What follows belongs to an exercise in optimizing a design on an open flow for small area and a short achievable clock period; a production flow would make more cautious choices. At most, simulation tests tie the RTL to the original design; equivalence was not proved. Power and IR drop assume default switching activity.

the previous run:
## hb1dec
module hb1dec (
    input  wire        clk,
    input  wire        rst,         
    input  wire        in_valid,
    input  wire [31:0] in_data,
    output reg         out_valid,
    output reg  [31:0] out_data
);
    reg [15:0] hreg;     
    reg        phase;    
    reg        a1;       
    reg        ea1;      
    reg        b1;       
    reg        nb1;      
    reg        c2, c3, c4;
    reg        c2k;      
    reg        nc2k;     
    reg        nnb;      
    reg  [9:0] vo;       
    wire oacc = in_valid & phase;
    wire eacc = in_valid & ~phase;
    always @(posedge clk) begin
        c2k  <= b1;
        nc2k <= ~b1;
        nnb  <= nb1;
        hreg <= in_data[31:16];
        if (rst) begin
            phase <= 1'b0;
            a1 <= 1'b0; ea1 <= 1'b0; b1 <= 1'b0; nb1 <= 1'b1;
            c2 <= 1'b0; c3 <= 1'b0; c4 <= 1'b0;
            out_valid <= 1'b0;
            vo <= 10'd0;
        end else begin
            if (in_valid) phase <= ~phase;
            a1 <= oacc; ea1 <= eacc; b1 <= a1; nb1 <= ~a1;
            c2 <= b1; c3 <= c2; c4 <= c3;
            out_valid <= c4;
            if (oacc) vo <= {vo[8:0], 1'b1};
        end
    end
    reg [15:0] os0, os1, os2, os3, os4, os5, os6, os7, os8, os9, os10, os11, os12, os13, os14, os15, os16, os17, os18;
    always @(posedge clk)
        if (oacc | a1) begin
            os0 <= a1 ? hreg : in_data[15:0];
            os1 <= os0;
            os2 <= os1;
            os3 <= os2;
            os4 <= os3;
            os5 <= os4;
            os6 <= os5;
            os7 <= os6;
            os8 <= os7;
            os9 <= os8;
            os10 <= os9;
            os11 <= os10;
            os12 <= os11;
            os13 <= os12;
            os14 <= os13;
            os15 <= os14;
            os16 <= os15;
            os17 <= os16;
            os18 <= os17;
        end
  ...
==> flow/config.mk <==
export PLATFORM = sky130hd
export DESIGN_NAME = hb1dec
export DESIGN_NICKNAME = hb1dec
export VERILOG_FILES = /design/flow/design.v
export SDC_FILE = /design/flow/constraint.sdc
export NUM_CORES = 4
export LEC_CHECK = 0
export CAP_MARGIN = 20
export CORE_MARGIN = 2
export CORE_UTILIZATION = 60
export SLEW_MARGIN = 75
export SYNTH_HIERARCHICAL = 1
export SYNTH_MINIMUM_KEEP_SIZE = 0
==> flow/constraint.sdc <==
create_clock -name core_clock -period 18.0 [get_ports {clk}]
set_input_delay 3.6000 -clock core_clock [delete_from_list [all_inputs] [get_ports {clk}]]
set_output_delay 3.6000 -clock core_clock [all_outputs]
set_load 0.01 [all_outputs]
standard.sh (not shown) runs the stock make flow with config.mk's settings and CLKGATE_MAP_FILE= SYNTH_SCRIPT=/design/flow/synth_recipe.tcl, a recipe that flattens the netlist after the stock synthesis.
==> flow/flow/run.sh <==
#!/bin/bash
# The standard layout (the standard.sh), with the port buffers made of
# buf_2 cells instead of the cell buffer_ports picks by default, and clock
# tree synthesis without dummy loads.
set -euo pipefail
export BUFFER_PORTS_ARGS="-buffer_cell sky130_fd_sc_hd__buf_2"
export CTS_ARGS="-sink_clustering_enable -repair_clock_nets -sink_clustering_size 24 -sink_clustering_max_diameter 100 -dont_use_dummy_load"
bash standard.sh > standard.log 2>&1
The previous run closes out successfully: all stages finished, all timing, DRC and antenna checks passed.
Edits applied to the flow inputs when going from the previous run to the current run:
- changing SLEW_MARGIN from 75 to 20
[summary]
Of the previous run and the current run, the previous run shows the higher total length of routed met2 wires, with the current run below it.
STATUS post-route minimum period: the current run loses against the previous run
| non-clock buffer total of the final layout | the current run vs the previous run | 23% lower |
Setup slack of the critical path after layout for the current run is lower than for the previous run.
Re post-route cell area: the previous run and the current run aren't equal, and the higher value belongs to the previous run.
Worst voltage drop across the vdd grid on the current run is down relative to the previous run.
No functional check of the RTL was part of any run of this note.

job 3912:
Another version of the RTL of hb1dec (not shown whole).
Size: about 2300 cells after synthesis, about 780 flip-flops, ~68 I/O pins, ~0.036 mm² of cells after synthesis.
==> flow/config.mk <==
export PLATFORM = sky130hd
export DESIGN_NAME = hb1dec
export DESIGN_NICKNAME = hb1dec
export VERILOG_FILES = /design/flow/design.v
export SDC_FILE = /design/flow/constraint.sdc
export NUM_CORES = 4
export LEC_CHECK = 0
export CAP_MARGIN = 20
export CORE_MARGIN = 2
export CORE_UTILIZATION = 40
export CTS_CLUSTER_DIAMETER = 100
export CTS_CLUSTER_SIZE = 24
export SLEW_MARGIN = 20
export SYNTH_HIERARCHICAL = 1
export SYNTH_MINIMUM_KEEP_SIZE = 0
==> flow/constraint.sdc <==
create_clock -name core_clock -period 18.0 [get_ports {clk}]
set_input_delay 3.6000 -clock core_clock [delete_from_list [all_inputs] [get_ports {clk}]]
set_output_delay 3.6000 -clock core_clock [all_outputs]
set_load 0.01 [all_outputs]
==> flow/flow/run.sh <==
#!/bin/bash
# The standard layout (the standard.sh), with the port buffers made of
# buf_2 cells instead of the cell buffer_ports picks by default.
set -euo pipefail
export BUFFER_PORTS_ARGS="-buffer_cell sky130_fd_sc_hd__buf_2"
bash standard.sh > standard.log 2>&1
Modified inputs, job 3261 compared to job 3912
Settings: clearing CTS_CLUSTER_DIAMETER, which used to be 100; clearing CTS_CLUSTER_SIZE, which used to be 24.
==> flow/run.sh (new file) <==
#!/bin/bash
# synth_recipe.tcl (not shown) runs the flow's synth.tcl, then flattens the netlist and writes it again
# the make line also repeats each setting of config.mk as NAME=value (left out here)
make -C /OpenROAD-flow-scripts/flow DESIGN_CONFIG=/design/flow/config.mk WORK_HOME=/design/flow/orfs CLKGATE_MAP_FILE= SYNTH_SCRIPT=/design/flow/synth_recipe.tcl finish
removed: flow/flow/run.sh
removed: flow/standard.sh
==> results.txt <==
Job 3261: part of the power in combinational logic lower than job 3912
Compared job 3261 vs job 3912, and count of fill cells added during filler insertion is down in job 3261.
Compared with job 3912, job 3261 ends up with a larger final cell area.
Setup changes, job 3261 to job 9656
Settings: setting CTS_CLUSTER_DIAMETER to 100 for the first time; setting CTS_CLUSTER_SIZE to 24 for the first time.
Notes after the runs:
- Compare job 3261 and job 9656 | share of power burned in the clock network higher: job 3261
- Compared with job 3261, job 9656 has extra setup slack.
- Note that the count of clock buffers in the final design recorded for job 9656 amounts to 0.54 times the value seen in job 3261.
- When job 9656 is set beside job 3261, its clock transition at the register clock pins on the worst setup and hold paths after CTS turns out to be 0.03 ns larger.
- Delta (job 9656 minus job 3261): global-route wire length before repair went down; maximum frequency went up; final routed wirelength across all metal layers went down.
- Sequential cell fraction of total power sits higher in job 9656 than in job 3261.
- Cmp job 9656 vs job 3261: global routing met2 resource utilization lower in job 9656
- Job 9656 ends up with a sum of internal, switching and leakage power that is 17% lower than in job 3261.

## job 5340
Another version of the RTL of hb1dec (not shown whole).
Size: about 2400 cells after synthesis, about 68 I/O pins, roughly 37000 µm² of cells after synthesis.
==> flow/config.mk <==
export PLATFORM = sky130hd
export DESIGN_NAME = hb1dec
export DESIGN_NICKNAME = hb1dec
export VERILOG_FILES = /design/flow/design.v
export SDC_FILE = /design/flow/constraint.sdc
export NUM_CORES = 4
export LEC_CHECK = 0
export CAP_MARGIN = 20
export CORE_MARGIN = 2
export CORE_UTILIZATION = 60
export CTS_CLUSTER_DIAMETER = 100
export CTS_CLUSTER_SIZE = 24
export SLEW_MARGIN = 20
export SYNTH_HIERARCHICAL = 1
export SYNTH_MINIMUM_KEEP_SIZE = 0
==> flow/constraint.sdc <==
create_clock -name core_clock -period 18.0 [get_ports {clk}]
set_input_delay 3.6000 -clock core_clock [delete_from_list [all_inputs] [get_ports {clk}]]
set_output_delay 3.6000 -clock core_clock [all_outputs]
set_load 0.01 [all_outputs]
==> flow/flow/run.sh <==
#!/bin/bash
# The standard layout (the standard.sh), with the port buffers made of
# buf_2 cells instead of the cell buffer_ports picks by default.
set -euo pipefail
export BUFFER_PORTS_ARGS="-buffer_cell sky130_fd_sc_hd__buf_2"
bash standard.sh > standard.log 2>&1
Job 5340 reached the final stage; the timing, design-rule and antenna checks on its layout passed.
### job 5340 -> job 4011
Settings: CTS_CLUSTER_DIAMETER no longer set, was 100; CTS_CLUSTER_SIZE no longer set, was 24.
==> flow/flow/run.sh <==
#!/bin/bash
# The standard layout (the standard.sh), with the port buffers made of
# buf_2 cells instead of the cell buffer_ports picks by default, and clock
# tree synthesis without dummy loads.
set -euo pipefail
export BUFFER_PORTS_ARGS="-buffer_cell sky130_fd_sc_hd__buf_2"
export CTS_ARGS="-sink_clustering_enable -repair_clock_nets -sink_clustering_size 24 -sink_clustering_max_diameter 100 -dont_use_dummy_load"
bash standard.sh > standard.log 2>&1
Relative to job 5340, the total power measured on job 4011 has decreased by a few percent.
Clock network power share for job 4011 is lower than for job 5340.
Diff job 5340..job 4011 | sequential logic power | negligible
Comparing job 5340 against job 4011, there is no change at all in flip-flop and latch count.
Required time reported for the critical path endpoint in job 4011 is 40 ps lower than in job 5340
Between job 5340 and job 4011, the global-route usage over all layers figures differ only marginally.
No functional check of the RTL was part of any run of this note.

hb1dec, a different RTL version from the one above (not shown whole).
For scale: roughly 2,300 cells after synthesis, roughly 790 flip-flops, ~68 I/O pins.
clock: 18.0 ns
lec_check: 0
cap_margin: 20
core_margin: 2
core_utilization: 40
cts_cluster_diameter: 100
cts_cluster_size: 24
slew_margin: 75
synth_hierarchical: 1
synth_minimum_keep_size: 0
==> flow/flow/run.sh <==
#!/bin/bash
# The standard layout (the standard.sh), with the port buffers made of
# buf_2 cells instead of the cell buffer_ports picks by default.
set -euo pipefail
export BUFFER_PORTS_ARGS="-buffer_cell sky130_fd_sc_hd__buf_2"
bash standard.sh > standard.log 2>&1
The first run went through all stages and came out clean.
Rerun with:
==> flow/flow/run.sh (replaced) <==
#!/bin/bash
# The standard layout (the standard.sh), with the port buffers made of
# buf_2 cells instead of the cell buffer_ports picks by default, and clock
# tree synthesis without dummy loads.
set -euo pipefail
export BUFFER_PORTS_ARGS="-buffer_cell sky130_fd_sc_hd__buf_2"
export CTS_ARGS="-sink_clustering_enable -repair_clock_nets -sink_clustering_size 24 -sink_clustering_max_diameter 100 -dont_use_dummy_load"
bash standard.sh > standard.log 2>&1
CORE_UTILIZATION = 70   (was 40)
CTS_CLUSTER_DIAMETER = not set   (was 100)
CTS_CLUSTER_SIZE = not set   (was 24)
What happened:
- The new run ran to the end with no violations
- flip-flop and latch count stays the same
- global-route usage rises by 16 points
- power went down by 3.7%
- routed wire length rose by about 3.4%
- final area falls by 2.6%
- worst hold slack barely changes
- setup slack got worse by 24 ps
- via count is higher by about 6%
- cell count went down by 15%
- count of clock-buffer cells in the layout went down by 27
- core utilization grows by 31 points
Rerun with:
==> flow/flow/run.sh (replaced) <==
#!/bin/bash
# The standard layout (the standard.sh), with the port buffers made of
# buf_2 cells instead of the cell buffer_ports picks by default.
set -euo pipefail
export BUFFER_PORTS_ARGS="-buffer_cell sky130_fd_sc_hd__buf_2"
bash standard.sh > standard.log 2>&1
CORE_UTILIZATION = 60   (was 70)
CTS_CLUSTER_DIAMETER = 100   (was not set)
CTS_CLUSTER_SIZE = 24   (was not set)
SLEW_MARGIN = 20   (was 75)
What happened: Cell count came out higher by about 3.6%; first-iteration DRC count went down by about 33%; final area is lower by 0.60%.
Rerun with:
CORE_UTILIZATION = 40   (was 60)
The new run produced a clean layout.
Design area climbs by 1.4%.
Count of clock-buffer cells in the layout climbs by 1.
Hold slack improved by 7.6 ps.
Utilization drops by 21 points.
Maximum frequency drops by about 5.6%.
Rerun with:
==> flow/flow/run.sh (replaced) <==
#!/bin/bash
# The standard layout (the standard.sh), with the port buffers made of
# buf_2 cells instead of the cell buffer_ports picks by default, and clock
# tree synthesis without dummy loads.
set -euo pipefail
export BUFFER_PORTS_ARGS="-buffer_cell sky130_fd_sc_hd__buf_2"
export CTS_ARGS="-sink_clustering_enable -repair_clock_nets -sink_clustering_size 24 -sink_clustering_max_diameter 100 -dont_use_dummy_load"
bash standard.sh > standard.log 2>&1
CORE_UTILIZATION = 70   (was 40)
CTS_CLUSTER_DIAMETER = not set   (was 100)
CTS_CLUSTER_SIZE = not set   (was 24)
Result: Maximum frequency rose by 5.4%; clock power came out lower by about 10%; wire length fell by 0.96%; sequential power stays flat; total power drops by 3.6%; final cell count fell by 15%; via count climbs by about 4%; setup slack improves by 260 ps; first-iteration DRC count goes up by 53%.
No run of this note included a check of the RTL's function; only the layout flow was run.

## what the ideal ports hide
No port has a modelled driver above. Below, the same layouts with a new extraction and two added sets of constraints. Step 1: set_driving_cell puts a clkbuf_16 on clk and a buf_2 on each other input, an assumption about the parent block. Step 2 adds t to the input delays and takes it off the output delays; t is the mean of the earliest and latest rising clock arrival at the registers after step 1. Input paths then give back, and output paths get back, about the clock's delay inside the block. Slacks: ideal / step 1 / step 2; pairs: ideal / step 1.
| run | t (ns) | slack for setup (ns) | slew at the worst register clock pin (ns) |
|---|---|---|---|
| the previous run | 0.645 | 12.545 / 12.579 / 11.934 | 0.10 / 0.10 |
| the current run | 0.638 | 11.545 / 11.579 / 10.941 | 0.10 / 0.10 |
| job 3912 | 0.674 | 13.237 / 13.237 / 13.237 | 0.10 / 0.10 |
| job 3261 | 0.700 | 12.886 / 12.822 / 13.073 | 0.06 / 0.06 |
| job 9656 | 0.670 | 12.921 / 12.856 / 13.051 | 0.10 / 0.10 |
| job 5340 | 0.662 | 13.210 / 13.252 / 12.590 | 0.10 / 0.10 |
| job 4011 | 0.634 | 13.181 / 13.223 / 12.589 | 0.10 / 0.10 |
| the first run of note 4 | 0.675 | 13.298 / 13.237 / 13.399 | 0.10 / 0.10 |
| the second run of note 4 | 0.625 | 13.274 / 13.210 / 13.434 | 0.10 / 0.10 |
| the third run of note 4 | 0.657 | 13.265 / 13.199 / 13.299 | 0.10 / 0.10 |
| the fourth run of note 4 | 0.655 | 12.986 / 12.986 / 12.986 | 0.10 / 0.10 |
| the fifth run of note 4 | 0.620 | 13.245 / 13.238 / 13.245 | 0.10 / 0.10 |
After both steps every run listed still meets setup and hold. The setup slack of job 5340, which loses most, moves by +0.042 ns with the drivers and by -0.620 ns with both steps.
